This design comes from an exercise in tuning for small area, a short achievable clock period and few clock cycles on the open sky130 flow, not from production work. At most, simulation tests tie the RTL to the original design; equivalence was not proved. Only the layout flow was run in runs 1 to 3; the RTL was not checked for function there.

$ cat flow/config.mk
export PLATFORM = sky130hd
export DESIGN_NAME = real48_divsqrt
export DESIGN_NICKNAME = real48_divsqrt
export VERILOG_FILES = /design/flow/design.v
export SDC_FILE = /design/flow/constraint.sdc
export NUM_CORES = 4
export LEC_CHECK = 0
export CAP_MARGIN = 20
export CORE_MARGIN = 2
export CORE_UTILIZATION = 40
export SETUP_SLACK_MARGIN = 5
export SLEW_MARGIN = 20
$ cat flow/constraint.sdc
create_clock -name core_clock -period 10.0 [get_ports {clk}]
set_input_delay 2.0000 -clock core_clock [delete_from_list [all_inputs] [get_ports {clk}]]
set_output_delay 2.0000 -clock core_clock [all_outputs]
set_load 0.01 [all_outputs]
$ cat flow/design.v
module r48_round (
    input  wire               sign,
    input  wire signed [13:0] exp,      
    input  wire        [36:0] mant,     
    input  wire               guard,
    input  wire               sticky,
    output reg         [47:0] result,
    output reg                ovf
);
    wire        round_up = guard & (sticky | mant[0]);
    wire [37:0] sum      = {1'b0, mant} + {37'd0, round_up};
    wire signed [13:0] exp_r = sum[37] ? exp + 14'sd1 : exp;
    wire [35:0] frac     = sum[37] ? 36'd0 : sum[35:0];
    wire signed [13:0] biased = exp_r + 14'sd1023;
    always @* begin
        ovf = 1'b0;
        if (exp_r < -14'sd1022) begin
            result = {sign, 47'd0};
        end else if (exp_r > 14'sd1023) begin
            result = {sign, 11'h7FF, 36'd0};
            ovf    = 1'b1;
        end else begin
            result = {sign, biased[10:0], frac};
        end
    end
endmodule
module r48_divsqrt_core #(
    parameter integer K  = 3,
    parameter integer S  = 39
) (
    input  wire [S/K-1:0] ph,        
    input  wire [S/K-1:0] phs,       
    input  wire [S:0]    rem,
    input  wire [S-1:0]  quo,
    input  wire [S:0]    dvs,
    output wire [S:0]    rem_nx,
    output wire [S-1:0]  quo_nx,
    output wire          rem_eq,     
    output wire          rem_nz,     
    output wire [S:0]    dvs_nx
);
    wire [S:0]   r [0:K];
    wire [S-1:0] q [0:K];
    wire         eq [1:K];
    wire         nz [1:K];
    wire [S:0]   x [0:K];
    assign x[0] = dvs;
    assign r[0] = rem;
    assign q[0] = quo;
    genvar t, b;
    generate
        for (t = 0; t < K; t = t + 1) begin : g_step
            wire [S-1:0] m;
            wire [S-1:0] ms;
            for (b = 0; b < S; b = b + 1) begin : g_m
                if ((S - 1 - b) % K == t)
                    assign m[b] = ph[(S - 1 - b) / K];
                else
                    assign m[b] = 1'b0;
                if ((S - 1 - b) % K == t)
                    assign ms[b] = phs[(S - 1 - b) / K];
                else
                    assign ms[b] = 1'b0;
            end
            r48_step #(.S(S)) u_step (
                .m(m), .ms(ms), .dvs(x[t]), .dvs_nx(x[t+1]),
                .rem(r[t]), .quo(q[t]),
                .rem_nx(r[t+1]), .quo_nx(q[t+1]), .rem_eq(eq[t+1]), .rem_nz(nz[t+1])
            );
        end
    endgenerate
    assign rem_nx    = r[K];
    assign quo_nx    = q[K];
    assign rem_eq    = eq[K];
    assign rem_nz    = nz[K];
    assign dvs_nx    = x[K];
endmodule
module r48_step #(
    parameter integer S = 39
) (
    input  wire [S-1:0] m,         
    input  wire [S-1:0] ms,        
    input  wire [S:0]   dvs,       
    input  wire [S:0]   rem,
    input  wire [S-1:0] quo,
    output wire [S:0]   rem_nx,
    output wire [S-1:0] quo_nx,
    output wire         rem_eq,    
    output wire         rem_nz,    
    output wire [S:0]   dvs_nx
);
    wire [S:0]   trial = dvs | {1'b0, ms};
    wire [S+2:0] diff  = {1'b0, rem, 1'b0} - {2'b00, trial};
    wire         fits  = !diff[S+2];
    assign rem_nx = fits ? diff[S:0] : {rem[S-1:0], 1'b0};
    assign quo_nx = fits ? (quo | m) : quo;
    assign dvs_nx = dvs | ({ms, 1'b0} & {(S+1){fits}});
    assign rem_eq = ({rem, 1'b0} == {1'b0, trial});
    assign rem_nz = (rem != {(S+1){1'b0}});
endmodule
module real48_divsqrt (
    input  wire        clk,
    input  wire        rst,
    input  wire        in_valid,
    output wire        in_ready,
    input  wire        in_op,        
    input  wire [47:0] in_a,
    input  wire [47:0] in_b,
    output reg         out_valid,
    output reg  [47:0] out_result,
    output reg         out_ovf,
    output reg         out_finv,
    output reg         out_fdz
);
    localparam integer K  = 2;           
    localparam integer S  = 40;          
    localparam integer NC = S / K;       
    reg          busy;                   
    reg [NC-1:0] ph;                     
    reg [NC-1:0] phs;                    
    wire         last = ph[NC-1];
    assign in_ready = !busy || last;
    wire accept = in_valid && in_ready && !rst;
    wire        sa = in_a[47];
    wire        sb = in_b[47];
    wire [10:0] ea = in_a[46:36];
    wire [10:0] eb = in_b[46:36];
    wire        fa_nz  = (in_a[35:0] != 36'd0);
    wire        fb_nz  = (in_b[35:0] != 36'd0);
    wire        a_max  = (ea == 11'h7FF);
    wire        b_max  = (eb == 11'h7FF);
    wire        a_nan  = a_max && fa_nz;
    wire        b_nan  = b_max && fb_nz;
    wire        a_inf  = a_max && !fa_nz;
    wire        b_inf  = b_max && !fb_nz;
    wire        a_zero = (ea == 11'd0);
    wire        b_zero = (eb == 11'd0);
    wire        sq     = sa ^ sb;
    reg       spec;
    reg [1:0] spec_kind;
    reg       spec_sign, spec_fdz;
    always @* begin
        spec      = 1'b1;
        spec_kind = 2'd0;
        spec_sign = sq;
        spec_fdz  = 1'b0;
        if (!in_op) begin
            if (a_nan || b_nan || (a_zero && b_zero) || (a_inf && b_inf))
                spec_kind = 2'd2;
            else if (a_inf)  spec_kind = 2'd1;
            else if (b_inf)  spec_kind = 2'd0;
            else if (b_zero) begin spec_kind = 2'd1; spec_fdz = 1'b1; end
            else if (a_zero) spec_kind = 2'd0;
            else             spec = 1'b0;
        end else begin
            spec_sign = sa;
            if (a_nan || (sa && !a_zero)) spec_kind = 2'd2;
            else if (a_zero)              spec_kind = 2'd0;
            else if (a_inf)               spec_kind = 2'd1;
            else                          spec = 1'b0;
        end
    end
    reg       spec_q;
    reg [1:0] kind_q;
    reg       fdz_q;
    reg               sign_q;
    reg signed [13:0] exp_q;
    reg        [S:0]  rem_q;
    reg      [S-1:0]  quo_q;
    reg        [S:0]  div_q;             
    wire signed [13:0] p    = $signed({3'b000, ea}) - 14'sd1059;
    wire signed [13:0] p_ev = p - {13'd0, p[0]};
    wire        [36:0] m_a  = {1'b1, in_a[35:0]};
    wire [S:0] rem_init = (in_op && p[0]) ? ({{(S-37){1'b0}}, m_a} << (S-37))
                                          : ({{(S-37){1'b0}}, m_a} << (S-38));
    wire [S:0]   rem_nx;
    wire [S-1:0] quo_nx;
    wire [3:0]   rem_z;
    wire         rem_eq, rem_nz_c;
    assign rem_z = {rem_eq, !rem_nz_c, rem_eq, !rem_nz_c};
    wire [S:0]   dvs_nx;
    r48_divsqrt_core #(.K(K), .S(S)) u_core (
        .ph(ph), .phs(phs), .rem(rem_q), .quo(quo_q), .dvs(div_q),
        .rem_nx(rem_nx), .quo_nx(quo_nx), .rem_eq(rem_eq), .rem_nz(rem_nz_c), .dvs_nx(dvs_nx)
    );
    reg               o_spec;
    reg [1:0]         o_kind;
    reg               o_fdz;
    reg               o_sign;
    reg signed [13:0] o_exp;             
    reg        [36:0] o_mant;            
    reg               o_guard;
    reg               o_sel;             
    reg     [S-39:0]  o_low;             
    reg        [3:0]  o_rem_z;
    wire sel_c = quo_q[S-1];
    wire        rem_nz   = !o_rem_z[o_low[1:0]];
    wire        r_sticky = rem_nz | (o_sel ? |o_low : |o_low[S-40:0]);
    wire [36:0] r_mant   = o_mant;
    wire        r_guard  = o_guard;
    wire signed [13:0] r_exp = o_exp;
    wire [47:0] rnd_res;
    wire        rnd_ovf;
    r48_round u_round (
        .sign(o_sign), .exp(r_exp), .mant(r_mant),
        .guard(r_guard), .sticky(r_sticky),
        .result(rnd_res), .ovf(rnd_ovf)
    );
    wire [47:0] res_c = !o_spec ? rnd_res :
                        (o_kind == 2'd2) ? 48'h7FF8_0000_0000 :
                        {o_sign, {11{o_kind[0]}}, 36'd0};
    wire        ovf_c  = !o_spec && rnd_ovf;
    wire        finv_c = o_spec && o_kind[1];
    wire        fdz_c  = o_spec && o_fdz;
    reg         o_valid;
    wire done = busy && last;
    always @(posedge clk) begin
        if (rst) begin
            busy      <= 1'b0;
            spec_q    <= 1'b0;
            o_valid   <= 1'b0;
            out_valid <= 1'b0;
        end else begin
            o_valid   <= done | spec_q;
            out_valid <= o_valid;
            spec_q    <= accept && spec;
            if (accept && !spec) busy <= 1'b1;
            else if (last)       busy <= 1'b0;
        end
        out_result <= res_c;
        out_ovf    <= ovf_c;
        out_finv   <= finv_c;
        out_fdz    <= fdz_c;
        o_spec   <= !done;
        o_sign   <= sign_q;
        o_kind   <= kind_q;
        o_fdz    <= fdz_q;
        o_exp    <= sel_c ? exp_q : exp_q - 14'sd1;
        o_mant   <= sel_c ? quo_nx[S-1:S-37] : quo_nx[S-2:S-38];
        o_guard  <= sel_c ? quo_nx[S-38] : quo_nx[S-39];
        o_sel    <= sel_c;
        o_low    <= quo_nx[S-39:0];
        o_rem_z  <= rem_z;
        if (accept) begin
            kind_q  <= spec_kind;
            fdz_q   <= spec_fdz;
            sign_q  <= in_op && !spec ? 1'b0 : spec_sign;
            exp_q   <= in_op ? 14'sd18 + (p_ev >>> 1)
                             : $signed({3'b000, ea}) - $signed({3'b000, eb});
        end
        if (accept) begin
            rem_q   <= rem_init;
            quo_q   <= {S{1'b0}};
            div_q   <= in_op ? {(S+1){1'b0}} : {1'b0, 1'b1, in_b[35:0], {(S-37){1'b0}}};
            ph      <= {{(NC-1){1'b0}}, 1'b1};
            phs     <= {{(NC-1){1'b0}}, in_op};
        end else begin
            rem_q   <= rem_nx;
            quo_q   <= quo_nx;
            div_q   <= dvs_nx;
            ph      <= {ph[NC-2:0], 1'b0};
            phs     <= {phs[NC-2:0], 1'b0};
        end
    end
endmodule
$ cat flow/run.sh
#!/bin/bash
# synth_recipe.tcl (not shown) runs the flow's synth.tcl, then flattens the netlist and writes it again
# the make line also repeats each setting of config.mk as NAME=value (left out here)
make -C /OpenROAD-flow-scripts/flow DESIGN_CONFIG=/design/flow/config.mk WORK_HOME=/design/flow/orfs CLKGATE_MAP_FILE= SYNTH_SCRIPT=/design/flow/synth_recipe.tcl finish
==> results_dict.tcl, run 1 <==
set metrics [dict create \
    status "finished clean" \
    ioPinCount 153 \
    crit_required_ns 10.38 \
    die_x_um 216 \
    htree_levels 2 \
    avgViaCountPerCell 5.72 \
    grt_overflow 0 \
    hold_depth 0 \
    hold_class "reg2reg" \
    syn_inst 2245 \
    fin_cells 3131 \
    nNetsFinal 2717 \
    fin_crit_sh_pct 56.0 \
    slew_viol_final 0 \
    floorplan.rows 77 \
    cap_violations 0 \
    dp_slack_ns 2.54 \
    layout.cells.most_common "dfxtp_1" \
    wl_um 66100 \
    finClkSkew_ns 0.0232 \
    clk_latency_ns 0.54 \
    multi_input_area_um2 12900 \
    yosys_warnings 3 \
    register_area_um2 6100 \
    tightest_slew_ns 1.12 \
    dp.cells 2903 \
    vias 17900 \
    fill_cells 3975 \
    gp_congestion 0.979 \
    wl_per_cell_um 21.1 \
    crit_top_cell "buf_12" \
    grt_use_total_pct 26.4 \
    port_buffers 152 \
    setup_viol 0 \
    hpwl_um 44600 \
    synth.distinct_cells 76 \
    cts_tree "done" \
    cp_max_fo 7 \
    fp.coreArea_um2 44200 \
    numCtsBuffers 34 \
    grt_pass1_vias 17200 \
    finalHoldViolCount 0 \
    fin_ws_ns 4.40 \
    placed_area_um2 20100 \
    drt_pass1_iterations 5 \
    fmaxAchievable_mhz 178 \
    relSlewSlack_pct 24.9 \
    drc 0 \
    cp-end-kind "flip-flop" \
    cts_buffer_depth 3 \
    grt_pass1_wl_um 97400 \
    mostFrequentLayoutCells "252 x dfxtp_1, 219 x nand2_1, 189 x nor2_1" \
    ys_seq_area_share_pct 33.8 \
    drt-initial-drc-count 1366 \
    fin_tns_setup_ns 0 \
    clkSinkCount 294 \
    synth_area_um2 17900 \
    initial_utilization_pct 40.6 \
    ys.flop_type "dfxtp_1" \
    crit_slowest_cell "or4b_4" \
    async_reset_ff_share_pct 0 \
    drive_above_1_share_pct 20.7 \
    ant_nets 0 \
    finalInstanceArea_um2 24500 \
    cpPeakStageDelay_ns 0.55 \
    syn_nets 2446 \
    min_period_ns 5.60 \
    antenna_found_initial 1 \
    syn_to_final_growth_pct 36.6 \
    die_height_um 216 \
    cp.arrival_ns 5.99 \
    rsz0062_at_grt "yes" \
    ys_seq_elements 294 \
    grt_max_degree 94 \
    clkTransAtPathRegs_ns 0.06 \
    synth_edf_count 17 \
    cts_root_buf "clkbuf_16" \
    critPathKind "reg2reg" \
    rr_worst_depth 24 \
    start_kind "flip-flop" \
    path_cells "nor2_1, ha_1, nand4_1, or4_4, or4b_4, o211a_4, a31oi_4, buf_12, buf_12, mux2_4, inv_4, ha_4, a21o_1, a21oi_2, o41ai_2, o21ai_1, nand3_2, nor2b_4, o31a_4, or2_4, buf_12, buf_6, mux2i_2, a21oi_2" \
    synth.avg_cell_area_um2 7.99 \
    dieArea_um2 46600 \
]
[path summary, 6_finish.rpt]
check / to / slack (ns) / startpoint
worst max-delay path: rem_q[22] / 4.40 / div_q[31]
worst min-delay path: o_kind[0] / 0.35 / kind_q[0]
worst max register to register: rem_q[22] / 4.40 / div_q[31]
worst min register to register: o_kind[0] / 0.35 / kind_q[0]
[routing by layer]
| layer | global-route usage, % | vias to the layer above | wire (um) |
|---|---|---|---|
| met5 | 0 | - | 0 |
| met4 | 12.9 | 0 | 4120 |
| met3 | 4.27 | 213 | 4650 |
| met2 | 43.6 | 686 | 30200 |
| met1 | 33.3 | 8425 | 27100 |
| li1 | - | 8588 | - |
[worst max-delay path: cells and delay by family, from the launching register on]
family	cells	cell delay, ns
AND/OR/NAND/NOR	7	1.89
AO/OA/AOI/OAI	8	1.51
buffers and inverters	5	0.67
adder cells (fa/ha/maj)	2	0.50
multiplexers	2	0.50
flip-flops	1	0.38
[state kept, by name, indices dropped and copies added, names as in the netlist, 2 cells and up]
signal	cells
div_q	40
exp_q	13
kind_q	2
o_exp	14
o_kind	2
o_low	2
o_mant	37
out_result	48
ph	20
phs	20
quo_q	40
rem_q	41
[cells by family (layout without fill, tap and decap cells)]
group | Yosys count | after routing | share of synthesized area, %
compound gates | 610 | 615 | 21.3
other cells | 0 | 1 | 0
flops | 294 | 294 | 33.8
xor+xnor | 144 | 144 | 7.03
buf+inv | 197 | 481 | 4.33
mux | 53 | 53 | 2.99
simple gates | 846 | 850 | 23.5
fa+ha+maj | 101 | 101 | 7.13
[through the flow]
stage	hold slack (ns)	utilization (%)
after floorplan	0.323	-
after global placement	0.332	45.5
after detailed placement	0.335	45.5
after CTS	0.349	51.8
after global routing	0.360	55.4
final	0.346	55.4
[Yosys cell counts (18+ instances only)]
| library cell | n | area, um^2 |
|---|---|---|
| o21a_1 | 24 | 180 |
| clkbuf_1 | 77 | 289 |
| o31ai_1 | 20 | 150 |
| and3_1 | 28 | 175 |
| xnor2_1 | 82 | 718 |
| o21ai_0 | 144 | 721 |
| nor2_1 | 202 | 758 |
| or3_1 | 19 | 119 |
| xor2_1 | 62 | 543 |
| dfxtp_1 | 277 | 5550 |
| nor4_1 | 42 | 263 |
| nand4_1 | 38 | 238 |
| inv_1 | 97 | 364 |
| mux2i_1 | 49 | 490 |
| nor2b_1 | 34 | 213 |
| nand2b_1 | 18 | 113 |
| nand3_1 | 48 | 240 |
| nand3b_1 | 39 | 293 |
| a21o_1 | 47 | 353 |
| a21oi_1 | 204 | 1020 |
| nand2_1 | 227 | 852 |
| and2_1 | 54 | 338 |
| ha_1 | 99 | 1240 |
| nor3_1 | 54 | 270 |
| a21oi_2 | 23 | 201 |
[cell type report]
type                            count  area share, %
Inverter                           98           1.52
Antenna cell                        1         0.0102
Clock inverter                     13          0.690
Timing Repair Buffer              325           13.4
Sequential cell                   294           24.9
Multi-Input combinational cell   1763           52.7
Clock buffer                       45           3.72
Tap cell                          592           3.02
[repair_timing]
item                                    CTS  global route
gates cloned                             10             8
hold buffers                              0             0
setup buffers                            99            52
endpoints found under the setup margin  121           122
pin swaps                                77           112
resized for setup                       178           269
==> run 2, diff against run 1 <==
--- a/flow/design.v
+++ b/flow/design.v
@@ -27,4 +27,4 @@
 module r48_divsqrt_core #(
-    parameter integer K  = 3,
-    parameter integer S  = 39
+    parameter integer K  = 4,
+    parameter integer S  = 40
 ) (
@@ -37,11 +37,10 @@
     output wire [S-1:0]  quo_nx,
-    output wire          rem_eq,     
-    output wire          rem_nz,     
+    output wire [3:0]    rem_z,      
     output wire [S:0]    dvs_nx
 );
-    wire [S:0]   r [0:K];
-    wire [S-1:0] q [0:K];
-    wire         eq [1:K];
-    wire         nz [1:K];
-    wire [S:0]   x [0:K];
+    localparam integer K2 = K / 2;
+    wire [S:0]   r [0:K2];
+    wire [S-1:0] q [0:K2];
+    wire [3:0]   z [1:K2];
+    wire [S:0]   x [0:K2];
     assign x[0] = dvs;
@@ -51,19 +50,24 @@
     generate
-        for (t = 0; t < K; t = t + 1) begin : g_step
-            wire [S-1:0] m;
-            wire [S-1:0] ms;
+        for (t = 0; t < K2; t = t + 1) begin : g_step
+            wire [S-1:0] m1, m2, ms1, ms2;
             for (b = 0; b < S; b = b + 1) begin : g_m
-                if ((S - 1 - b) % K == t)
-                    assign m[b] = ph[(S - 1 - b) / K];
-                else
-                    assign m[b] = 1'b0;
-                if ((S - 1 - b) % K == t)
-                    assign ms[b] = phs[(S - 1 - b) / K];
-                else
-                    assign ms[b] = 1'b0;
+                if ((S - 1 - b) % K == 2 * t) begin : g_1
+                    assign m1[b]  = ph[(S - 1 - b) / K];
+                    assign ms1[b] = phs[(S - 1 - b) / K];
+                end else begin : g_1n
+                    assign m1[b]  = 1'b0;
+                    assign ms1[b] = 1'b0;
+                end
+                if ((S - 1 - b) % K == 2 * t + 1) begin : g_2
+                    assign m2[b]  = ph[(S - 1 - b) / K];
+                    assign ms2[b] = phs[(S - 1 - b) / K];
+                end else begin : g_2n
+                    assign m2[b]  = 1'b0;
+                    assign ms2[b] = 1'b0;
+                end
             end
-            r48_step #(.S(S)) u_step (
-                .m(m), .ms(ms), .dvs(x[t]), .dvs_nx(x[t+1]),
-                .rem(r[t]), .quo(q[t]),
-                .rem_nx(r[t+1]), .quo_nx(q[t+1]), .rem_eq(eq[t+1]), .rem_nz(nz[t+1])
+            r48_step2 #(.S(S)) u_step (
+                .m1(m1), .m2(m2), .ms1(ms1), .ms2(ms2),
+                .dvs(x[t]), .rem(r[t]), .quo(q[t]),
+                .dvs_nx(x[t+1]), .rem_nx(r[t+1]), .quo_nx(q[t+1]), .rem_z(z[t+1])
             );
@@ -71,13 +75,14 @@
     endgenerate
-    assign rem_nx    = r[K];
-    assign quo_nx    = q[K];
-    assign rem_eq    = eq[K];
-    assign rem_nz    = nz[K];
-    assign dvs_nx    = x[K];
-endmodule
-module r48_step #(
-    parameter integer S = 39
+    assign rem_nx = r[K2];
+    assign quo_nx = q[K2];
+    assign rem_z  = z[K2];
+    assign dvs_nx = x[K2];
+endmodule
+module r48_step2 #(
+    parameter integer S = 40
 ) (
-    input  wire [S-1:0] m,         
-    input  wire [S-1:0] ms,        
+    input  wire [S-1:0] m1,        
+    input  wire [S-1:0] m2,        
+    input  wire [S-1:0] ms1,       
+    input  wire [S-1:0] ms2,       
     input  wire [S:0]   dvs,       
@@ -85,16 +90,23 @@
     input  wire [S-1:0] quo,
+    output wire [S:0]   dvs_nx,
     output wire [S:0]   rem_nx,
     output wire [S-1:0] quo_nx,
-    output wire         rem_eq,    
-    output wire         rem_nz,    
-    output wire [S:0]   dvs_nx
-);
-    wire [S:0]   trial = dvs | {1'b0, ms};
-    wire [S+2:0] diff  = {1'b0, rem, 1'b0} - {2'b00, trial};
-    wire         fits  = !diff[S+2];
-    assign rem_nx = fits ? diff[S:0] : {rem[S-1:0], 1'b0};
-    assign quo_nx = fits ? (quo | m) : quo;
-    assign dvs_nx = dvs | ({ms, 1'b0} & {(S+1){fits}});
-    assign rem_eq = ({rem, 1'b0} == {1'b0, trial});
-    assign rem_nz = (rem != {(S+1){1'b0}});
+    output wire [3:0]   rem_z
+);
+    wire [S:0]   t1  = dvs | {1'b0, ms1};
+    wire [S:0]   t20 = dvs | {1'b0, ms2};
+    wire [S:0]   t21 = dvs | {ms1, 1'b0} | {1'b0, ms2};
+    wire [S+3:0] d1  = {2'b00, rem, 1'b0} - {3'b000, t1};
+    wire [S+3:0] d20 = {1'b0, rem, 2'b00} - {3'b000, t20};
+    wire [S+3:0] d21 = {1'b0, rem, 2'b00} - {2'b00, t1, 1'b0} - {3'b000, t21};
+    wire         f1  = !d1[S+3];
+    wire         f2  = f1 ? !d21[S+3] : !d20[S+3];
+    assign rem_nx = f1 ? (f2 ? d21[S:0] : {d1[S-1:0], 1'b0})
+                       : (f2 ? d20[S:0] : {rem[S-2:0], 2'b00});
+    assign quo_nx = quo | (m1 & {S{f1}}) | (m2 & {S{f2}});
+    assign dvs_nx = dvs | ({ms1, 1'b0} & {(S+1){f1}}) | ({ms2, 1'b0} & {(S+1){f2}});
+    assign rem_z  = {d21 == {(S+4){1'b0}},
+                     {rem, 1'b0} == {1'b0, t1},
+                     {rem, 2'b00} == {2'b00, t20},
+                     rem == {(S+1){1'b0}}};
 endmodule
@@ -119,3 +131,4 @@
     reg [NC-1:0] ph;                     
-    reg [NC-1:0] phs;                    
+    reg          op_q;                   
+    wire [NC-1:0] phs = op_q ? ph : {NC{1'b0}};
     wire         last = ph[NC-1];
@@ -178,4 +191,2 @@
     wire [3:0]   rem_z;
-    wire         rem_eq, rem_nz_c;
-    assign rem_z = {rem_eq, !rem_nz_c, rem_eq, !rem_nz_c};
     wire [S:0]   dvs_nx;
@@ -183,3 +194,3 @@
         .ph(ph), .phs(phs), .rem(rem_q), .quo(quo_q), .dvs(div_q),
-        .rem_nx(rem_nx), .quo_nx(quo_nx), .rem_eq(rem_eq), .rem_nz(rem_nz_c), .dvs_nx(dvs_nx)
+        .rem_nx(rem_nx), .quo_nx(quo_nx), .rem_z(rem_z), .dvs_nx(dvs_nx)
     );
@@ -255,3 +266,3 @@
             ph      <= {{(NC-1){1'b0}}, 1'b1};
-            phs     <= {{(NC-1){1'b0}}, in_op};
+            op_q    <= in_op;
         end else begin
@@ -261,3 +272,2 @@
             ph      <= {ph[NC-2:0], 1'b0};
-            phs     <= {phs[NC-2:0], 1'b0};
         end
--- a/flow/config.mk
+++ b/flow/config.mk
@@ -10,3 +10,2 @@
 export CORE_UTILIZATION = 40
-export SETUP_SLACK_MARGIN = 5
 export SLEW_MARGIN = 20
==> run 2 against run 1 <==
Worst setup slack worse by 0.46 ns. Critical endpoint is now o_mant[29]. Sequential share of layout area is 1.2 points lower. Synthesized area grew 17%. Wire length up 11%. Still clean. Design area down 1.7%. Synthesized cell count up 17%. Highest routed layer unchanged. Critical path depth fell by 9. Global-route usage about the same.
==> results_dict.tcl, run 2 <==
set metrics [dict create \
    start_kind "flip-flop" \
    numCtsBuffers 31 \
    vias 20000 \
    cts_buffer_depth 3 \
    ys_seq_elements 276 \
    die_height_um 233 \
    yosys_warnings 3 \
    met2_wirelength_um 32400 \
    crit_top_cell "buf_4" \
    clk_latency_ns 0.58 \
    grt_pass1_wl_um 111000 \
    hold_slack_ns 0.346 \
    cp_max_fo 74 \
    grt_max_degree 105 \
    finalHoldViolCount 0 \
    async_reset_ff_share_pct 0 \
    crit_required_ns 10.49 \
    crit_family "compound AO/OA/AOI/OAI gates" \
    postCtsSetupBuffers 0 \
    port_buffers 152 \
    floorplan.rows 84 \
    synth_common_cells "258 x dfxtp_1, 249 x a21oi_1, 242 x nand2_1" \
    clkSinkCount 276 \
    tightest_slew_ns 1.12 \
    grt_pass1_vias 18900 \
    htree_levels 1 \
    drc 0 \
    synth_edf_count 18 \
    ys_seq_area_share_pct 27.1 \
    fin_ws_ns 3.94 \
    crit_slowest_cell "edfxtp_1" \
    cts_tree "done" \
    initial_utilization_pct 40.2 \
    path_cells "buf_4, a21oi_1, ha_1, and3_1, nand2_1, a211oi_1, o21a_1, o41ai_2, buf_4, o41a_1, buf_4, mux2i_4, buf_4, a21oi_1, mux2i_1" \
    ioPinCount 153 \
    cts_resized 0 \
    status "finished clean" \
    synth.top_cell.area_share_pct 24.6 \
    drt_pass1_iterations 7 \
    avgViaCountPerCell 5.87 \
    hold_class "reg2reg" \
    synth.distinct_cells 91 \
    nNetsFinal 2970 \
    wl_met3_um 5260 \
    cpPeakStageDelay_ns 0.80 \
    regMostFlops "out_result" \
    wl_per_cell_um 21.6 \
    hpwl_um 58000 \
    holdBufCountCts 0 \
    clkTransAtPathRegs_ns 0.06 \
    wl_um 73500 \
    cts_root_buf "clkbuf_16" \
    synth.area.top_cells "dfxtp_1 25%, ha_1 8.4%, a21oi_1 5.9%, xnor2_1 4.3%, nand2_1 4.3%" \
    cap_violations 0 \
    cp_num_cells 15 \
    critPathKind "reg2reg" \
    syn_inst 2630 \
    cp-end-kind "flip-flop" \
    min_period_ns 6.06 \
    synth_area_um2 21000 \
    slew_viol_final 0 \
    cp.arrival_ns 6.55 \
    fp.coreArea_um2 52200 \
    fmaxAchievable_mhz 165 \
    grt_overflow 0 \
    synth.avg_cell_area_um2 7.99 \
    dieArea_um2 54400 \
    yosysTopAreaCell "dfxtp_1" \
    synth.most_common_cell "dfxtp_1" \
    drive_above_1_share_pct 5.80 \
    syn_to_final_growth_pct 14.6 \
    hold_depth 0 \
    grt_use_total_pct 26.4 \
    maxUsedRoutingLayer "met4" \
    fin_crit_sh_pct 60.6 \
    ys.flop_type "dfxtp_1" \
    layout.cells.most_common "dfxtp_1" \
    dp_slack_ns 4.15 \
    antenna_found_initial 2 \
    gp_congestion 0.991 \
    die_x_um 233 \
    rsz0062_at_grt "no" \
    syn_nets 2912 \
    setup_viol 0 \
    relSlewSlack_pct 25.5 \
    rr_worst_depth 15 \
    top_regs "out_result x48, rem_q x41" \
    wirelength_met1_um 33100 \
    finClkSkew_ns 0.0155 \
    mostFrequentLayoutCells "257 x dfxtp_1, 248 x a21oi_1, 242 x nand2_1" \
    fin_tns_setup_ns 0 \
    drt-initial-drc-count 1822 \
    largest_reg_flops 48 \
    critPathBufInv 4 \
    ant_nets 0 \
]
run 2: layout make-up:
| cell class | count | area, um^2 |
|---|---|---|
| antenna | 2 | 5.00 |
| clock buffer | 38 | 842 |
| clock inverter | 16 | 278 |
| fill | 5194 | 28100 |
| inverter | 174 | 656 |
| multi-input combinational | 2037 | 14100 |
| sequential | 276 | 5710 |
| tap | 688 | 861 |
| timing repair buffer | 168 | 1640 |
run 2: cell families (layout without fill, tap and decap cells):
family | after synthesis | count (layout) | synth area share (%)
DFF | 276 | 276 | 27.1
other | 0 | 2 | 0
AOI/OAI and AO/OA | 730 | 730 | 21.4
xor gates and xnor gates | 185 | 185 | 7.78
muxes | 83 | 83 | 3.99
adders and majority gates | 182 | 182 | 12.3
and+or+nand+nor | 857 | 857 | 21.3
buffers and inverters | 317 | 396 | 6.04
run 2: worst paths after layout:
path / startpoint / endpoint / slack (ns)
max: op_q / o_mant[29] / 3.94
min reg2reg: fdz_q / o_fdz / 0.35
max reg2reg: op_q / o_mant[29] / 3.94
min: fdz_q / o_fdz / 0.35
run 2: worst reg2reg max path, stage by stage, from the launching register on:
cell and delay [ns]:
edfxtp_1 0.80, buf_4 0.77, a21oi_1 0.22, ha_1 0.48
and3_1 0.29, nand2_1 0.08, a211oi_1 0.49, o21a_1 0.34
o41ai_2 0.10, buf_4 0.19, o41a_1 0.60, buf_4 0.34
mux2i_4 0.33, buf_4 0.50, a21oi_1 0.24, mux2i_1 0.20
run 2: routing by layer:
layer  GRT usage (%)  vias to the layer above
met5               0                        -
met4            8.68                        0
met3            3.02                      137
met2            42.6                      839
met1            36.5                     9488
li1                -                     9486
run 2: stage by stage:
step,instance area [um^2],std cells,utilization [%]
floorplan,21000,2630,-
global placement,23000,3343,44.0
detailed placement,23000,3343,44.0
CTS,24100,3397,46.1
global route,24100,3399,46.1
finish,24100,3399,46.1
==> run 3, diff against run 2 <==
--- a/flow/config.mk
+++ b/flow/config.mk
@@ -10,2 +10,3 @@
 export CORE_UTILIZATION = 40
+export SETUP_SLACK_MARGIN = 5
 export SLEW_MARGIN = 20
==> run 3 against run 2 <==
Via count increased by 0.65%. Clock skew increased by 0.0025 ns. Design area increased by 1.2%. Highest routed layer unchanged. Largest cell class unchanged. Count of clock-buffer cells in the layout unchanged. Sequential share of layout area decreased by 0.28 points. Final cell count increased by 0.47%. Wire length increased by 1.9%.
==> results_dict.tcl, run 3 <==
set metrics [dict create \
    avgViaCountPerCell 5.88 \
    fill_cells 5176 \
    cp_max_fo 15 \
    syn_to_final_growth_pct 16.0 \
    rsz0062_at_grt "no" \
    clk_latency_ns 0.58 \
    startpoint "op_q" \
    ioPinCount 153 \
    cts_root_buf "clkbuf_16" \
    hold_class "reg2reg" \
    tightest_slew_ns 1.11 \
    synth_edf_count 18 \
    grt_max_degree 105 \
    synth.most_common_cell "dfxtp_1" \
    cp-end-kind "flip-flop" \
    htree_levels 1 \
    clkSinkCount 276 \
    antenna_found_initial 2 \
    gp_congestion 0.991 \
    finClkSkew_ns 0.0180 \
    critPathKind "reg2reg" \
    hpwl_um 58000 \
    cap_violations 0 \
    die_x_um 233 \
    fmaxAchievable_mhz 202 \
    timing.rr.start "op_q" \
    fin_crit_sh_pct 49.5 \
    crit_slowest_cell "a211o_4" \
    crit_required_ns 10.42 \
    vias 20100 \
    dieArea_um2 54400 \
    regMostFlops "out_result" \
    drc 0 \
    ys.flop_type "dfxtp_1" \
    crit_top_cell "buf_4" \
    synth.top_cell.area_share_pct 24.6 \
    slew_viol_final 0 \
    mostFrequentLayoutCells "256 x dfxtp_1, 242 x nand2_1, 242 x a21oi_1" \
    cp.arrival_ns 5.38 \
    hold_slack_ns 0.344 \
    yosysTopAreaCell "dfxtp_1" \
    drt_pass1_iterations 6 \
    port_buffers 152 \
    clkTransAtPathRegs_ns 0.07 \
    nNetsFinal 2986 \
    ant_nets 0 \
    grt_pass1_vias 18900 \
    finalHoldViolCount 0 \
    ys_seq_area_share_pct 27.1 \
    dp_slack_ns 4.15 \
    syn_inst 2630 \
    min_period_ns 4.95 \
    ys_seq_elements 276 \
    drt-initial-drc-count 1771 \
    synth_area_um2 21000 \
    initial_utilization_pct 40.2 \
    cts_tree "done" \
    grt_overflow 0 \
    grt_use_total_pct 26.4 \
    syn_nets 2912 \
    cts_buffer_depth 3 \
    status "finished clean" \
    min-delay-start "sign_q" \
    synth.area.top_cells "dfxtp_1 25%, ha_1 8.4%, a21oi_1 5.9%, xnor2_1 4.3%, nand2_1 4.3%" \
    floorplan.rows 84 \
    cpPeakStageDelay_ns 0.55 \
    wl_per_cell_um 21.9 \
    reg2reg_slack_ns 5.05 \
    setup_viol 0 \
    synth.distinct_cells 91 \
    drive_above_1_share_pct 7.12 \
    synth_common_cells "258 x dfxtp_1, 249 x a21oi_1, 242 x nand2_1" \
    grt_pass1_wl_um 111000 \
    largest_reg_flops 48 \
    register_area_um2 5710 \
    layout.cells.most_common "dfxtp_1" \
    top_regs "out_result x48, rem_q x41" \
    fp.coreArea_um2 52200 \
    die_height_um 233 \
    yosys_warnings 3 \
    async_reset_ff_share_pct 0 \
    fin_ws_ns 5.05 \
    relSlewSlack_pct 25.5 \
    wl_um 74800 \
    fin_tns_setup_ns 0 \
    synth.avg_cell_area_um2 7.99 \
    multi_input_area_um2 14200 \
    numCtsBuffers 31 \
    path_cells "buf_4, buf_4, a21oi_1, ha_1, nand4_1, a21oi_1, o41ai_1, o311ai_0, buf_4, o31ai_1, nand2_1, a211o_4, nand2b_2, a211oi_1, a221oi_1" \
    start_kind "flip-flop" \
]
run 3: cell count changes in the layout (fill, tap and decap cells not counted), moves of 2 or more:
cell	change
clkbuf_16	+2
buf_4	+7
buf_12	+2
a21oi_2	+5
ha_2	+3
a2111oi_0	-2
a21oi_1	-6
a2111oi_1	+2
buf_6	+3
o21ai_2	+2
o21ai_0	-2
a211oi_2	+2
ha_1	-3
a211oi_1	-2
run 3: worst paths after layout:
path | to | depth (start not counted)
setup reg to reg | rem_q[22] | 15
hold / removal | o_sign | 0
hold reg to reg | o_sign | 0
setup / recovery | rem_q[22] | 15
run 3: cells by family (layout without fill, tap and decap cells):
group                    Yosys count  after routing  synth area share (%)
AO/OA/AOI/OAI                    730            731                  21.4
other                              0              2                     0
adder cells (fa/ha/maj)          182            182                  12.3
XOR/XNOR                         185            185                  7.78
multiplexers                      83             83                  3.99
AND/OR/NAND/NOR                  857            857                  21.3
buffers and inverters            317            411                  6.04
flip-flops                       276            276                  27.1
run 3: what timing repair did:
| action | in CTS | in global routing |
|---|---|---|
| pin swaps | 0 | 4 |
| cloned | 0 | 3 |
| hold buffers | 0 | 0 |
| endpoints found under the setup margin | 161 | 114 |
| buffers inserted | 3 | 10 |
| resized for setup | 14 | 26 |
run 3: final cells by class:
type,instances,area share [%]
tap,688,3.53
sequential,276,23.4
clock buffer,38,3.45
multi-input combinational,2038,58.3
timing repair buffer,183,7.49
clock inverter,16,1.14
inverter,174,2.69
antenna,2,0.0205
run 3: critical path: cells and delay by family, from the launching register on:
| kind | cells | cell delay (ns) |
|---|---|---|
| AO/OA/AOI/OAI | 8 | 2.47 |
| AND/OR/NAND/NOR | 3 | 0.98 |
| flip-flops | 1 | 0.39 |
| buffers and inverters | 3 | 0.54 |
| adder cells (fa/ha/maj) | 1 | 0.40 |
run 3: per-layer routing:
| layer | share of wire [%] | GRT usage, % |
|---|---|---|
| met1 | 44 | 36.4 |
| met2 | 44 | 42.6 |
| met3 | 7.7 | 3.20 |
| met4 | 3.8 | 8.90 |
| met5 | 0 | 0 |
run 3: per-stage QoR:
| stage | cell area [um^2] | utilization, % | instances |
|---|---|---|---|
| 6_report | 24400 | 46.7 | 3415 |
| 5_1_grt | 24400 | 46.7 | 3415 |
| 4_1_cts | 24200 | 46.2 | 3400 |
| 3_5_place_dp | 23000 | 44.0 | 3343 |
| 3_3_place_gp | 23000 | 44.0 | 3343 |
| 2_1_floorplan | 21000 | - | 2630 |
==> run 4, diff against run 3 <==
--- a/flow/design.v
+++ b/flow/design.v
@@ -131,4 +131,3 @@
     reg [NC-1:0] ph;                     
-    reg          op_q;                   
-    wire [NC-1:0] phs = op_q ? ph : {NC{1'b0}};
+    reg [NC-1:0] phs;                    
     wire         last = ph[NC-1];
@@ -266,3 +265,3 @@
             ph      <= {{(NC-1){1'b0}}, 1'b1};
-            op_q    <= in_op;
+            phs     <= {{(NC-1){1'b0}}, in_op};
         end else begin
@@ -272,2 +271,3 @@
             ph      <= {ph[NC-2:0], 1'b0};
+            phs     <= {phs[NC-2:0], 1'b0};
         end
--- a/flow/config.mk
+++ b/flow/config.mk
@@ -9,3 +9,3 @@
 export CORE_MARGIN = 2
-export CORE_UTILIZATION = 40
+export CORE_UTILIZATION = 60
 export SETUP_SLACK_MARGIN = 5
==> run 4 against run 3 <==
Highest routed layer is now met5. Fmax grew 4.1%. Count of clock-buffer cells in the layout is 6 higher. Wire length is 17% lower. Clock skew is 0.0060 ns higher. Final cell count decreased by 7.8%. Worst hold slack got worse by 0.0036 ns. Still clean on timing, DRC and antenna. Sequential share of layout area rose by 2.1 points. Design area shrank 2.2%. Critical path type unchanged. Die area fell by 33%. Synthesized area shrank 0.88%.
==> results_dict.tcl, run 4 <==
set metrics [dict create \
    drc 0 \
    syn_inst 2572 \
    synth_common_cells "278 x dfxtp_1, 255 x a21oi_1, 218 x nor2_1" \
    synth.distinct_cells 86 \
    start_kind "flip-flop" \
    syn_to_final_growth_pct 14.5 \
    numCtsBuffers 35 \
    nNetsFinal 2950 \
    fp.coreArea_um2 34400 \
    regMostFlops "out_result" \
    async_reset_ff_share_pct 0 \
    crit_family "simple AND/OR/NAND/NOR gates" \
    critPathKind "reg2reg" \
    status "finished clean" \
    fin_cells 3148 \
    drive_above_1_share_pct 5.50 \
    grt_pass1_vias 18700 \
    clk_latency_ns 0.55 \
    cp.arrival_ns 5.21 \
    synth.top_cell.area_share_pct 26.7 \
    synth_edf_count 17 \
    synth.area.top_cells "dfxtp_1 27%, ha_1 8.5%, a21oi_1 6.1%, xnor2_1 5.3%, o21ai_0 4.0%" \
    ioPinCount 153 \
    path_cells "or3_1, fa_1, inv_1, ha_1, nand4_1, or2_1, or3_1, o311a_1, a211o_1, nand2_1, a221oi_2, o21bai_4, nand2_1, o21ai_4, buf_6, a21oi_1, mux2i_1" \
    ys_seq_area_share_pct 29.2 \
    die_height_um 190 \
    grt_pass1_wl_um 97800 \
    crit_required_ns 10.45 \
    grt_use_total_pct 33.7 \
    tightest_slew_ns 1.18 \
    setup_viol 0 \
    cts_root_buf "clkbuf_16" \
    vias 19500 \
    cpPeakStageDelay_ns 0.49 \
    fmaxAchievable_mhz 210 \
    critPathBufInv 2 \
    ant_nets 0 \
    wl_um 61800 \
    holdBufCountCts 0 \
    gr-usage-met2_pct 58.5 \
    initial_utilization_pct 60.6 \
    use_met3_pct 5.39 \
    grt_max_degree 88 \
    fin_crit_sh_pct 47.6 \
    cts_buffer_depth 3 \
    dp.cells 3084 \
    drt-initial-drc-count 1583 \
    yosysTopAreaCell "dfxtp_1" \
    largest_reg_flops 48 \
    cp_max_fo 33 \
    fin_tns_setup_ns 0 \
    crit_slowest_cell "fa_1" \
    die_x_um 190 \
    floorplan.rows 68 \
    drt_pass1_iterations 5 \
    slew_viol_final 0 \
    gp_congestion 1.01 \
    htree_levels 2 \
    syn_nets 2855 \
    clkSinkCount 295 \
    busiest_layer "met2" \
    synth.avg_cell_area_um2 8.10 \
    grt_overflow 0 \
    gr-usage-met1_pct 41.4 \
    ys_seq_elements 295 \
    synth.most_common_cell "dfxtp_1" \
    avgViaCountPerCell 6.18 \
    wl_per_cell_um 19.6 \
    yosys_warnings 3 \
    rsz0062_at_grt "no" \
    port_buffers 152 \
    antenna_found_initial 3 \
    hold_class "reg2reg" \
    top_regs "out_result x48, rem_q x41" \
    synth_area_um2 20800 \
    finalHoldViolCount 0 \
    fill_cells 2795 \
    dieArea_um2 36200 \
    hpwl_um 46500 \
    cap_violations 0 \
    clkTransAtPathRegs_ns 0.06 \
    relSlewSlack_pct 21.3 \
    cts_tree "done" \
    cp-end-kind "flip-flop" \
    ys.flop_type "dfxtp_1" \
    finClkSkew_ns 0.0240 \
    layout.cells.most_common "dfxtp_1" \
    mostFrequentLayoutCells "277 x dfxtp_1, 255 x a21oi_1, 218 x nor2_1" \
    min_period_ns 4.76 \
]
==> run 4: cell count changes in the layout (fill, tap and decap cells not counted), moves of 14 or more <==
cell,previous run,this run
a21o_1,45,60
a31oi_1,69,33
dfxtp_1,256,277
mux2i_1,76,62
nand2_1,242,208
nor2_1,183,218
o21ai_0,147,166
or3_1,15,35
xnor2_1,104,125
==> run 4: final timing paths <==
kind                endpoint  cells past startpoint  slack (ns)  startpoint
setup / recovery  o_mant[26]                     17        5.24      phs[7]
hold / removal     o_kind[1]                      0        0.34   kind_q[1]
setup reg to reg  o_mant[26]                     17        5.24      phs[7]
hold reg to reg    o_kind[1]                      0        0.34   kind_q[1]
==> run 4: cell families after synthesis <==
family,Yosys count,share of synthesized area [%]
adder cells (fa/ha/maj),183,12.5
multiplexers,68,3.30
XOR/XNOR,192,8.07
buffers and inverters,291,5.54
flip-flops,295,29.2
AO/OA/AOI/OAI,685,19.9
AND/OR/NAND/NOR,858,21.6
==> run 4: per-layer routing <==
| metal | up-vias | wire [um] |
|---|---|---|
| met5 | - | 25 |
| met1 | 9172 | 25300 |
| met2 | 832 | 29500 |
| met4 | 4 | 2550 |
| li1 | 9255 | - |
| met3 | 192 | 4430 |
==> run 4: repair_timing <==
action,in CTS,in global routing
endpoints found under the setup margin,0,130
endpoints found under the hold margin,0,0
buffers inserted,0,1
gates resized for setup,0,11
==> run 4: worst reg2reg max path: cells and delay by family, from the launching register on <==
family                   cells  cell delay, ns
AND/OR/NAND/NOR              6            1.59
AO/OA/AOI/OAI                6            1.23
adder cells (fa/ha/maj)      2            0.92
buffers and inverters        2            0.42
flip-flops                   1            0.35
multiplexers                 1            0.18
==> run 4: final cells by class <==
cell class | count | area [um^2] | share of cell area [%]
diodes | 1 | 2.50 | 0.0105
clock buffers | 44 | 960 | 4.02
clock inverters | 18 | 226 | 0.949
inverters | 182 | 686 | 2.87
multi-input cells | 1986 | 13700 | 57.4
flip-flops and latches | 295 | 6080 | 25.5
well taps | 455 | 569 | 2.39
repair buffers | 167 | 1650 | 6.93
==> run 4: stage by stage <==
step | instance area (um^2) | utilization, % | hold WS [ns] | worst slack (ns)
5_1_grt | 23900 | 69.4 | 0.346 | 5.04
6_report | 23900 | 69.4 | 0.340 | 5.24
3_3_place_gp | 22600 | 65.8 | 0.328 | 4.95
4_1_cts | 23800 | 69.2 | 0.342 | 5.06
2_1_floorplan | 20800 | - | 0.323 | 5.68
3_5_place_dp | 22600 | 65.8 | 0.329 | 4.90
Testbench counts of run 4, summed over its fixed seeds: cycles 61,231.
==> run 5, diff against run 4 <==
--- a/flow/config.mk
+++ b/flow/config.mk
@@ -7,5 +7,6 @@
 export LEC_CHECK = 0
+export ABC_AREA = 1
 export CAP_MARGIN = 20
 export CORE_MARGIN = 2
-export CORE_UTILIZATION = 60
+export CORE_UTILIZATION = 40
 export SETUP_SLACK_MARGIN = 5
==> run 5 against run 4 <==
Final cell count is 50% higher. Synthesized area is 15% higher. Register-to-register slack better by 0.06 ns. Critical endpoint is now rem_q[10]. Largest cell class unchanged.
==> results_dict.tcl, run 5 <==
set metrics [dict create \
    crit_slowest_cell "clkdlybuf4s50_1" \
    r2r_end "rem_q[37]" \
    cp.arrival_ns 5.27 \
    startpoint "in_op" \
    crit_required_ns 10.51 \
    fmaxAchievable_mhz 210 \
    clkSinkCount 295 \
    min_period_ns 4.77 \
    start_kind "input port" \
    ioPinCount 153 \
    rr_worst_depth 20 \
    yosysTopAreaCell "dfxtp_1" \
    clk_latency_ns 0.56 \
    ant_nets 0 \
    grt_pass1_wl_um 130000 \
    async_reset_ff_share_pct 0 \
    yosys_warnings 3 \
    wl_um 84500 \
    numCtsBuffers 37 \
    largest_reg_flops 48 \
    grt_use_total_pct 26.8 \
    synth_area_um2 23900 \
    critPathKind "in2reg" \
    rsz0062_at_grt "yes" \
    drive_above_1_share_pct 3.94 \
    synth.most_common_cell "nand2_1" \
    antenna_found_initial 2 \
    cts_root_buf "clkbuf_16" \
    grt_pass1_vias 22600 \
    wl_per_cell_um 17.9 \
    fin_tns_setup_ns 0 \
    setup_viol 0 \
    fill_cells 6379 \
    ys.flop_type "dfxtp_1" \
    reg2reg_slack_ns 5.30 \
    cp_max_fo 47 \
    crit_path_end "rem_q[10]" \
    gp_congestion 0.991 \
    layout.cells.most_common "nand2_1" \
    cts_tree "done" \
    htree_levels 2 \
    syn_inst 3807 \
    nNetsFinal 4209 \
    hpwl_um 68200 \
    regMostFlops "out_result" \
    dp_slack_ns 4.48 \
    fin_ws_ns 5.23 \
    relSlewSlack_pct 33.2 \
    fin_crit_sh_pct 47.7 \
    drt-initial-drc-count 2170 \
    clkTransAtPathRegs_ns 0.06 \
    synth_common_cells "1095 x nand2_1, 573 x inv_1, 398 x nor2_1" \
    synth.distinct_cells 50 \
    synth.avg_cell_area_um2 6.28 \
    cpPeakStageDelay_ns 0.90 \
    fp.coreArea_um2 59000 \
    die_x_um 248 \
    cts_buffer_depth 3 \
    port_buffers 152 \
    cap_violations 0 \
    drc 0 \
    avgViaCountPerCell 5.18 \
    dieArea_um2 61700 \
    timing.rr.start "phs[14]" \
    floorplan.rows 89 \
    initial_utilization_pct 40.5 \
    status "finished clean" \
    grt_overflow 0 \
    mostFrequentLayoutCells "1094 x nand2_1, 573 x inv_1, 396 x nor2_1" \
    crit_top_cell "nand2_1" \
    path_cells "clkdlybuf4s50_1, clkinv_1, nor2_4, clkinvlp_4, o21ai_0, nand2_1, nand2_1" \
    cp-end-kind "flip-flop" \
    finalHoldViolCount 0 \
    tightest_slew_ns 1.00 \
    die_height_um 248 \
    slew_viol_final 0 \
    finClkSkew_ns 0.0169 \
    top_regs "out_result x48, rem_q x41" \
    hold_class "reg2reg" \
    syn_to_final_growth_pct 14.9 \
    holdBufCountCts 0 \
    grt_max_degree 84 \
    synth.top_cell.area_share_pct 23.3 \
    ys_seq_area_share_pct 25.4 \
    synth.area.top_cells "dfxtp_1 23%, nand2_1 17%, inv_1 9.0%, ha_1 7.4%, nor2_1 6.3%" \
    drt_pass1_iterations 7 \
    synth_edf_count 17 \
    vias 24500 \
    ys_seq_elements 295 \
    syn_nets 4090 \
]
[run 5: worst min-delay path by stage]
stage	depth (start not counted)	start	to	slack, ns
CTS	0	sign_q	o_sign	0.35
global route	0	sign_q	o_sign	0.36
global placement	0	sign_q	o_sign	0.33
floorplan	0	fdz_q	o_fdz	0.32
finish	0	fdz_q	o_fdz	0.34
detailed placement	0	sign_q	o_sign	0.34
[run 5: layout make-up]
type                    instances  area (um^2)  area share, %
inverters                     579         2180           7.95
clock buffers                  50         1060           3.85
clock inverters                18          251          0.916
multi-input cells            2848        15300           55.7
diodes                          2         5.00         0.0182
well taps                     773          967           3.52
flip-flops and latches        295         6080           22.1
repair buffers                165         1630           5.94
[run 5: worst max-delay path, delay by kind of cell]
family,cells,cell delay (ns)
buffers and inverters,3,1.95
and+or+nand+nor,3,0.95
AOI/OAI and AO/OA,1,0.37
[run 5: logic make-up after synthesis]
kind of cell	Yosys count	share of synthesized area [%]
flip-flops	295	25.4
adder cells (fa/ha/maj)	183	10.9
XOR/XNOR	121	4.43
AND/OR/NAND/NOR	1979	35.7
AO/OA/AOI/OAI	564	12.7
buffers and inverters	664	10.8
multiplexers	1	0.0419
[run 5: per-layer routing]
layer | global-route usage, % | vias up | share of wire (%) | wire length, um
met5 | 0 | - | 0 | 0
met3 | 4.18 | 124 | 7.1 | 6010
li1 | - | 12400 | - | -
met4 | 9.77 | 0 | 3.6 | 3080
met1 | 37.0 | 11100 | 45 | 38200
met2 | 42.1 | 825 | 44 | 37200
[run 5: timing repair]
item                                    in CTS  in global routing
resized for setup                            1                  5
buffers inserted                             0                  0
cloned                                       0                  0
endpoints found under the setup margin      85                 96
[run 5: stage by stage]
step | instance area (um^2) | utilization (%) | hold WS [ns] | cells
final | 27500 | 46.5 | 0.344 | 4730
after global routing | 27500 | 46.5 | 0.358 | 4730
after detailed placement | 26100 | 44.2 | 0.335 | 4660
after CTS | 27400 | 46.5 | 0.349 | 4728
after global placement | 26100 | 44.2 | 0.328 | 4660
after floorplan | 23900 | - | 0.323 | 3807
==> run 6, diff against run 5 <==
--- a/flow/config.mk
+++ b/flow/config.mk
@@ -7,3 +7,2 @@
 export LEC_CHECK = 0
-export ABC_AREA = 1
 export CAP_MARGIN = 20
==> run 6 against run 5 <==
Sequential share of layout area grew 2.9 points. Synthesized cell count shrank 32%. Worst setup slack lost 0.017 ns. Largest cell class unchanged.
==> results_dict.tcl, run 6 <==
set metrics [dict create \
    synth_area_um2 20800 \
    initial_utilization_pct 40.5 \
    clkSinkCount 295 \
    synth_edf_count 17 \
    critPathKind "reg2reg" \
    drc 0 \
    tightest_slew_ns 0.987 \
    grt_max_degree 90 \
    synth_common_cells "278 x dfxtp_1, 255 x a21oi_1, 218 x nor2_1" \
    fin_tns_setup_ns 0 \
    regMostFlops "out_result" \
    clkTransAtPathRegs_ns 0.06 \
    vias 19100 \
    hpwl_um 49500 \
    ioPinCount 153 \
    port_buffers 152 \
    rr_worst_depth 17 \
    slew_viol_final 0 \
    syn_nets 2855 \
    numCtsBuffers 36 \
    timing.rr.start "phs[6]" \
    grt_use_total_pct 23.6 \
    hold_depth 0 \
    hold_slack_ns 0.347 \
    drive_above_1_share_pct 5.60 \
    min_period_ns 4.78 \
    nNetsFinal 2955 \
    crit_required_ns 10.46 \
    grt_overflow 0 \
    fin_ws_ns 5.22 \
    cp_max_fo 33 \
    cts_tree "done" \
    finClkSkew_ns 0.0239 \
    dp_slack_ns 4.80 \
    status "finished clean" \
    fin_cells 3378 \
    yosysTopAreaCell "dfxtp_1" \
    ant_nets 0 \
    die_x_um 232 \
    grt_pass1_vias 18400 \
    die_height_um 232 \
    async_reset_ff_share_pct 0 \
    synth.most_common_cell "dfxtp_1" \
    holdBufCountCts 0 \
    synth.distinct_cells 86 \
    syn_inst 2572 \
    antenna_found_initial 0 \
    gp_congestion 0.972 \
    synth.avg_cell_area_um2 8.10 \
    hold_class "reg2reg" \
    largest_reg_flops 48 \
    cts_root_buf "clkbuf_16" \
    layout.cells.most_common "dfxtp_1" \
    avgViaCountPerCell 5.64 \
    cp-end-kind "flip-flop" \
    start_kind "flip-flop" \
    drt-initial-drc-count 1394 \
    fp.coreArea_um2 51400 \
    clk_latency_ns 0.56 \
    ys_seq_area_share_pct 29.2 \
    hold_path_end "o_sign" \
    yosys_warnings 3 \
    r2r_end "o_mant[9]" \
    dieArea_um2 53900 \
    floorplan.rows 83 \
    ys.flop_type "dfxtp_1" \
    syn_to_final_growth_pct 16.5 \
    cts_buffer_depth 3 \
    dp.cells 3311 \
    rsz0062_at_grt "no" \
    synth.top_cell.area_share_pct 26.7 \
    drt_pass1_iterations 5 \
    min-delay-start "sign_q" \
    setup_viol 0 \
    n_antenna_cell 0 \
    cap_violations 0 \
    relSlewSlack_pct 33.6 \
    wl_um 64700 \
    reg2reg_slack_ns 5.22 \
    synth.area.top_cells "dfxtp_1 27%, ha_1 8.5%, a21oi_1 6.1%, xnor2_1 5.3%, o21ai_0 4.0%" \
    ys_seq_elements 295 \
    fin_crit_sh_pct 47.8 \
    wl_per_cell_um 19.1 \
    htree_levels 2 \
    top_regs "out_result x48, rem_q x41" \
    fmaxAchievable_mhz 209 \
    cp.arrival_ns 5.25 \
    finalHoldViolCount 0 \
    grt_pass1_wl_um 101000 \
    mostFrequentLayoutCells "277 x dfxtp_1, 255 x a21oi_1, 218 x nor2_1" \
]
==> run 6: cell types whose count changed after synthesis, sizes merged, moves of 24 or more <==
| cell | delta |
|---|---|
| and2 | +43 |
| nand3 | -183 |
| o21ai | -64 |
| a211oi | +27 |
| a21o | +47 |
| clkbuf | +32 |
| mux2i | +61 |
| inv | -394 |
| nand2 | -902 |
| or3 | +36 |
| nor2 | -186 |
| xnor2 | +79 |
| and3 | +25 |
| nand2b | +24 |
==> run 6: stage by stage <==
step | utilization, % | area, um^2
floorplan | - | 20800
global placement | 44.6 | 22900
detailed placement | 44.6 | 22900
CTS | 47.1 | 24200
global route | 47.2 | 24300
finish | 47.2 | 24300
==> run 6: worst max path at each step <==
stage / slack, ns / endpoint / cells past startpoint / from
3_5_place_dp: 4.80 / exp_q[10] / 16 / in_a[36]
4_1_cts: 5.00 / rem_q[24] / 17 / phs[6]
3_3_place_gp: 4.85 / exp_q[10] / 16 / in_a[36]
5_1_grt: 5.02 / rem_q[24] / 17 / phs[9]
2_1_floorplan: 5.68 / rem_q[37] / 18 / phs[7]
6_report: 5.22 / o_mant[9] / 17 / phs[6]
==> run 6: cell type report <==
class	instances	area (um^2)
tap	680	851
timing repair buffer	171	1690
sequential	295	6080
inverter	182	688
fill	5084	27100
clock buffer	46	998
clock inverter	18	317
multi-input combinational	1986	13700
==> run 6: cell families after synthesis <==
kind of cell	after synthesis	share of synthesized area [%]
muxes	68	3.30
and+or+nand+nor	858	21.6
buffers and inverters	291	5.54
DFF	295	29.2
xor gates and xnor gates	192	8.07
AOI/OAI and AO/OA	685	19.9
adders and majority gates	183	12.5
==> run 6: timing repair <==
item                       in CTS  in global routing
setup endpoints to repair      63                110
pin swaps                       0                  2
gates resized for setup         1                 10
buffers inserted                0                  3
==> run 6: worst max-delay path, stage by stage, from the launching register on <==
cell      delay [ns]
dfxtp_1         0.38
or3_1           0.42
fa_1            0.51
inv_1           0.06
ha_1            0.37
nand4_1         0.19
or2_1           0.29
or3_1           0.37
o311a_1         0.14
a211o_1         0.30
nand2_1         0.12
a221oi_1        0.13
o21bai_4        0.25
nand2_1         0.14
o21ai_4         0.27
buf_8           0.36
a21oi_1         0.17
mux2i_1         0.18
==> run 6: per-layer routing <==
metal / global-route usage [%] / vias to the layer above / wire length (um)
met3: 2.65 / 124 / 3910
met4: 8.49 / 0 / 2190
met1: 31.7 / 9053 / 28800
li1: - / 9265 / -
met5: 0 / - / 0
met2: 39.2 / 611 / 29700
==> run 7, diff against run 6 <==
--- a/flow/design.v
+++ b/flow/design.v
@@ -127,3 +127,3 @@
     localparam integer K  = 2;           
-    localparam integer S  = 40;          
+    localparam integer S  = 38;          
     localparam integer NC = S / K;       
@@ -178,2 +178,3 @@
     reg               sign_q;
+    reg               dbl_q;             
     reg signed [13:0] exp_q;
@@ -185,4 +186,6 @@
     wire        [36:0] m_a  = {1'b1, in_a[35:0]};
-    wire [S:0] rem_init = (in_op && p[0]) ? ({{(S-37){1'b0}}, m_a} << (S-37))
-                                          : ({{(S-37){1'b0}}, m_a} << (S-38));
+    wire       a_lt_b   = (in_a[35:0] < in_b[35:0]);
+    wire       dbl      = in_op ? p[0] : a_lt_b;
+    wire [S:0] rem_init = dbl ? ({{(S+1-37){1'b0}}, m_a} << (S-37))
+                              : ({{(S+1-37){1'b0}}, m_a} << (S-38));
     wire [S:0]   rem_nx;
@@ -202,8 +205,5 @@
     reg               o_guard;
-    reg               o_sel;             
-    reg     [S-39:0]  o_low;             
     reg        [3:0]  o_rem_z;
-    wire sel_c = quo_q[S-1];
-    wire        rem_nz   = !o_rem_z[o_low[1:0]];
-    wire        r_sticky = rem_nz | (o_sel ? |o_low : |o_low[S-40:0]);
+    wire        rem_nz   = !o_rem_z[{o_mant[0], o_guard}];
+    wire        r_sticky = rem_nz;
     wire [36:0] r_mant   = o_mant;
@@ -247,7 +247,5 @@
         o_fdz    <= fdz_q;
-        o_exp    <= sel_c ? exp_q : exp_q - 14'sd1;
-        o_mant   <= sel_c ? quo_nx[S-1:S-37] : quo_nx[S-2:S-38];
-        o_guard  <= sel_c ? quo_nx[S-38] : quo_nx[S-39];
-        o_sel    <= sel_c;
-        o_low    <= quo_nx[S-39:0];
+        o_exp    <= dbl_q ? exp_q - 14'sd1 : exp_q;
+        o_mant   <= quo_nx[S-1:S-37];
+        o_guard  <= quo_nx[S-38];
         o_rem_z  <= rem_z;
@@ -255,2 +253,3 @@
             kind_q  <= spec_kind;
+            dbl_q   <= !in_op && a_lt_b;
             fdz_q   <= spec_fdz;
--- a/flow/config.mk
+++ b/flow/config.mk
@@ -9,3 +9,3 @@
 export CORE_MARGIN = 2
-export CORE_UTILIZATION = 40
+export CORE_UTILIZATION = 60
 export SETUP_SLACK_MARGIN = 5
==> run 7 against run 6 <==
Sequential share of layout area decreased by 0.084 points. Fmax shrank 3.2%. First-iteration DRC count increased by 18%. Critical endpoint is now rem_q[35]. Via count grew 1.7%. Global-route usage up 11 points. Critical path type is now in2reg. Utilization increased by 23 points. Synthesized area decreased by 1.0%. Wire length decreased by 2.6%.
==> results_dict.tcl, run 7 <==
set metrics [dict create \
    htree_levels 1 \
    hold_slack_ns 0.342 \
    drt_pass1_iterations 6 \
    rsz0062_at_grt "yes" \
    drt-initial-drc-count 1645 \
    grt_max_degree 178 \
    cts_buffer_depth 3 \
    fin_cells 3129 \
    synth_area_um2 20600 \
    fmaxAchievable_mhz 202 \
    yosys_warnings 3 \
    rr_worst_depth 17 \
    die_x_um 189 \
    wl_per_cell_um 20.1 \
    r2r_end "rem_q[33]" \
    status "finished clean" \
    vias 19400 \
    fill_cells 2840 \
    fin_tns_setup_ns 0 \
    cap_violations 0 \
    hold_path_end "o_kind[0]" \
    regMostFlops "out_result" \
    hpwl_um 47700 \
    fp.coreArea_um2 33700 \
    cts_tree "done" \
    crit_family "compound AO/OA/AOI/OAI gates" \
    hold_depth 0 \
    reg2reg_slack_ns 5.12 \
    ys.flop_type "dfxtp_1" \
    synth_edf_count 18 \
    clkTransAtPathRegs_ns 0.06 \
    cts_root_buf "clkbuf_16" \
    fin_crit_sh_pct 49.4 \
    critPathKind "in2reg" \
    dp_slack_ns 3.79 \
    tightest_slew_ns 0.848 \
    cp-end-kind "flip-flop" \
    crit_slowest_cell "clkdlybuf4s50_1" \
    hold_class "reg2reg" \
    min_period_ns 4.94 \
    setup_viol 0 \
    holdBufCountCts 0 \
    relSlewSlack_pct 43.0 \
    avgViaCountPerCell 6.19 \
    dp.cells 3070 \
    slew_viol_final 0 \
    path_cells "clkdlybuf4s50_1, inv_1, ha_1, nand4_1, nor2_1, nand4_1, a2111oi_2, a41oi_2, a21o_4, mux2_2, nor2_1, a211oi_1, o211a_1" \
    fin_ws_ns 5.06 \
    crit_required_ns 10.53 \
    synth.distinct_cells 74 \
    layout.cells.most_common "dfxtp_1" \
    cpPeakStageDelay_ns 0.61 \
    ys_seq_area_share_pct 28.4 \
    initial_utilization_pct 61.2 \
    cp.arrival_ns 5.47 \
    syn_nets 2872 \
    ys_seq_elements 284 \
    clk_latency_ns 0.61 \
    synth.top_cell.area_share_pct 25.8 \
    die_height_um 189 \
    cp_max_fo 19 \
    synth_common_cells "266 x dfxtp_1, 258 x a21oi_1, 238 x nor2_1" \
    ioPinCount 153 \
    yosysTopAreaCell "dfxtp_1" \
    finalHoldViolCount 0 \
    start_kind "input port" \
    dieArea_um2 35900 \
]
-- run 7: worst max path at each step --
stage	startpoint	to	slack, ns
CTS	in_b[29]	rem_q[35]	5.12
global placement	in_a[18]	rem_q[35]	3.94
global route	in_a[36]	exp_q[10]	4.94
finish	in_b[35]	rem_q[35]	5.06
detailed placement	in_a[18]	rem_q[35]	3.79
floorplan	in_b[18]	rem_q[15]	5.33
-- run 7: logic make-up (layout without fill, tap and decap cells) --
group | count (synthesis) | in the layout | synth area share (%)
simple gates | 805 | 805 | 19.2
buf+inv | 312 | 429 | 5.87
xor+xnor | 179 | 179 | 7.60
flops | 284 | 284 | 28.4
compound gates | 714 | 715 | 21.8
fa+ha+maj | 209 | 209 | 14.1
mux | 60 | 60 | 3.04
-- run 7: timing repair --
item                                   in CTS  in global routing
setup endpoints to repair                  95                 29
resized for setup                          10                  6
pin swaps                                   1                  0
endpoints found under the hold margin       0                  0
setup buffers                               3                  0
gates cloned                                1                  0
-- run 7: area by class of cell --
cell class              instances  area [um^2]  area share (%)
flip-flops and latches        284         5870            24.9
clock buffers                  47          907            3.86
clock inverters                 8         81.3           0.346
well taps                     448          561            2.38
inverters                     204          766            3.26
multi-input cells            1968        13700            58.1
repair buffers                170         1670            7.11
-- run 7: layer usage --
metal / up-vias / track usage (%) / part of all wire [%]
li1: 9281 / - / -
met5: - / 0 / 0
met1: 9036 / 45.0 / 42
met4: 0 / 19.6 / 6.4
met2: 842 / 56.2 / 44
met3: 210 / 4.73 / 7.1
-- run 7: per-stage QoR --
stage / util (%) / cell area (um^2)
floorplan: - / 20600
global placement: 66.6 / 22400
detailed placement: 66.6 / 22400
CTS: 69.7 / 23500
global route: 69.8 / 23500
finish: 69.8 / 23500
Testbench counts of run 7, summed over its fixed seeds: cycles 58,178.

## separate check: timing with driven ports
In the flow no input, the clock included, has a driving cell. The finished layouts below were timed again as built, in two steps. Step 1 (the two cells are an assumption about what drives the block):
set clk [get_ports {clk}]
set_driving_cell -lib_cell sky130_fd_sc_hd__clkbuf_16 $clk
set_driving_cell -lib_cell sky130_fd_sc_hd__buf_2 [delete_from_list [all_inputs] $clk]
Step 2, shift: input delay + t, output delay - t, t = (earliest + latest rising clock arrival at the registers) / 2. This alone moves slack from input paths to output paths. Three values: ideal, step 1, step 2; two values: the first two.
run	t (ns)	setup WS [ns]	worst setup path at the end
run 1	0.581	4.397 / 4.397 / 4.397	register to register
run 2	0.630	3.938 / 3.938 / 3.938	register to register
run 3	0.632	5.046 / 5.046 / 4.628	input to register
run 4	0.597	5.240 / 5.240 / 4.884	input to register
run 5	0.607	5.232 / 5.243 / 4.635	input to register
run 6	0.609	5.215 / 5.215 / 4.789	input to register
run 7	0.647	5.055 / 5.087 / 4.440	input to register
After both steps every run listed still meets setup and hold. For run 7, which loses most, drivers alone change the setup slack by +0.032 ns; drivers and shift together by -0.615 ns.
